This design comes from an exercise in tuning for small area on the open sky130 flow, not from production work. Only simulation tests tie the RTL to the original design; equivalence was not proved. No activity file was given, so power comes from the tool's default toggle rates.

job 7257:
Design treadle_law, start of the top module:
module treadle_law (
    input  wire               clk,
    input  wire               rst,       
    input  wire               sample,    
    input  wire               first,     
    input  wire               bias,      
    input  wire signed [31:0] r,
    input  wire signed [31:0] y,
    input  wire signed [23:0] kp,
    input  wire signed [23:0] ki,
    input  wire signed [23:0] kd,
    input  wire signed [23:0] kf,
    input  wire        [4:0]  shift,
    input  wire        [15:0] u0,
    input  wire        [15:0] umin,
    input  wire        [15:0] umax,
    output reg         [15:0] u,
    output reg                upd,       
    output reg                sat,
    output reg                hold
);
Settings: LEC_CHECK=0, CAP_MARGIN=20, CORE_MARGIN=2, CORE_UTILIZATION=82, CTS_BUF_LIST=sky130_fd_sc_hd__clkbuf_8, CTS_CLUSTER_DIAMETER=70, CTS_CLUSTER_SIZE=14, PLACE_DENSITY=0.92, SLEW_MARGIN=20; clock period 10.0 ns.
standard.sh (not shown) runs the stock make flow with config.mk's settings and CLKGATE_MAP_FILE= SYNTH_SCRIPT=/design/flow/synth_recipe.tcl, a recipe that flattens the netlist after the stock synthesis.
==> flow/flow/run.sh <==
#!/bin/bash
# Standard layout, with buf_1 cells as the port buffers.
set -euo pipefail
bash standard.sh 'BUFFER_PORTS_ARGS=-buffer_cell sky130_fd_sc_hd__buf_1' finish > standard_make.log 2>&1
Job 7257: PASS, flow complete, no timing, DRC or antenna violations
## Diff of input files: job 1807 against job 7257
- PLACE_DENSITY now 0.9, was 0.92
- CTS_CLUSTER_DIAMETER now 80, was 70
- CTS_BUF_LIST now sky130_fd_sc_hd__clkbuf_16, was sky130_fd_sc_hd__clkbuf_8
- CORE_UTILIZATION now 80, was 82
- CTS_CLUSTER_SIZE now 24, was 14
==> comparison <==
Job 7257 -> job 1807: total power density per cell area flat
Final clock period utilization by the worst path | job 1807 below job 7257
In job 1807, overall track demand over capacity in global routing is lower than in job 7257.
Taking job 7257 as the reference, in job 1807 wire length fell by about 5.4%, signed area change from the synthesized netlist to the final layout now smaller, via count decreased 215, setup slack of the most critical reg-to-reg path grew by 80 ps.
Sequential share of layout area delta (job 1807 -> job 7257): insignificant
Between job 7257 and job 1807, the routed wire length on met2 is higher for job 7257.
Job 1807 vs. job 7257: cell count went down by 1.1%.
Job 1807 against job 7257; layout filler cell count is up by more than 10%.


Setup of red:
treadle_law, a different RTL version from the one above (not shown whole).
Size: roughly 2000 cells after synthesis, about 430 flip-flops, roughly 240 I/O pins, roughly 21000 um^2 of cells after synthesis.
Design treadle_law, start of the top module:
module treadle_law (
    input  wire               clk,
    input  wire               rst,       
    input  wire               sample,    
    input  wire               first,     
    input  wire               bias,      
    input  wire signed [31:0] r,
    input  wire signed [31:0] y,
    input  wire signed [23:0] kp,
    input  wire signed [23:0] ki,
    input  wire signed [23:0] kd,
    input  wire signed [23:0] kf,
    input  wire        [4:0]  shift,
    input  wire        [15:0] u0,
    input  wire        [15:0] umin,
    input  wire        [15:0] umax,
    output reg         [15:0] u,
    output reg                upd,       
    output reg                sat,
    output reg                hold
);
Settings: LEC_CHECK=0, CAP_MARGIN=10, CORE_MARGIN=2, CORE_UTILIZATION=85, CTS_BUF_LIST=sky130_fd_sc_hd__clkbuf_16, CTS_CLUSTER_DIAMETER=80, CTS_CLUSTER_SIZE=24, PLACE_DENSITY=0.92, SLEW_MARGIN=10; clock period 10.0 ns.
Scripts as last shown in full above: flow/flow/run.sh
Every stage of the flow completed for red, and the final layout passed the timing, DRC and antenna checks.
Modified inputs, blue compared to red
Settings: SLEW_MARGIN: 10 -> 20; CORE_UTILIZATION: 85 -> 80; PLACE_DENSITY: 0.92 -> 0.9; CTS_CLUSTER_DIAMETER: 80 -> 60; CTS_CLUSTER_SIZE: 24 -> 30; CAP_MARGIN: 10 -> 20.
==> flow/flow/run.sh <==
#!/bin/bash
# Standard layout, with buf_1 cells as the port buffers and a clock tree
# without dummy loads.
set -euo pipefail
bash standard.sh \
  'BUFFER_PORTS_ARGS=-buffer_cell sky130_fd_sc_hd__buf_1' \
  'CTS_ARGS=-sink_clustering_enable -repair_clock_nets -sink_clustering_size 30 -sink_clustering_max_diameter 60 -buf_list sky130_fd_sc_hd__clkbuf_16 -dont_use_dummy_load' \
  finish > standard_make.log 2>&1
Findings:
On total power: between blue and red, it ends up higher for red.
In terms of sequential logic power, blue and red differ only marginally.
Re DRC violation count after routing: no difference whatsoever between blue and red.
Going from red to blue, final instance area increased 0.48%, die area saw an increase, routed wire length saw a decrease, initial antenna violation count -1.
blue reached the end of the flow, and the finished layout is clean on the timing, DRC and antenna checks.
Side by side, fmax turned out higher in blue than in red.
Side by side, worst hold margin turned out lower in blue than in red.
Relative to red, blue improves global-route wire length before repair.

-- port drivers added, routing unchanged --
How much do the figures lean on ideal ports? The routed layouts below were timed once more, with nothing changed but the port constraints.
Step 1 (the two cells are an assumption about what drives the block):
set clk [get_ports {clk}]
set_driving_cell -lib_cell sky130_fd_sc_hd__clkbuf_16 $clk
set_driving_cell -lib_cell sky130_fd_sc_hd__buf_2 [delete_from_list [all_inputs] $clk]
Step 2 times the ports against the registers' clock, not the clock port: input delays grow and output delays shrink by t, the midpoint of the rising clock arrivals with the driver on.
Slacks: ideal / step 1 / step 2; pairs: ideal / step 1.
run	t, ns	setup slack, ns	latest minus earliest clock arrival (ns)	slew at the worst register clock pin (ns)	worst slew at a driven data input, ns
job 7257	0.612	0.636 / 0.636 / 0.636	0.031 / 0.030	0.11 / 0.11	0.08
job 1807	0.597	0.720 / 0.720 / 0.720	0.025 / 0.025	0.11 / 0.11	0.07
red	0.603	0.236 / 0.236 / 0.236	0.022 / 0.022	0.11 / 0.11	0.08
blue	0.603	0.313 / 0.313 / 0.313	0.069 / 0.069	0.11 / 0.11	0.08
After both steps setup and hold are still met in every run listed.
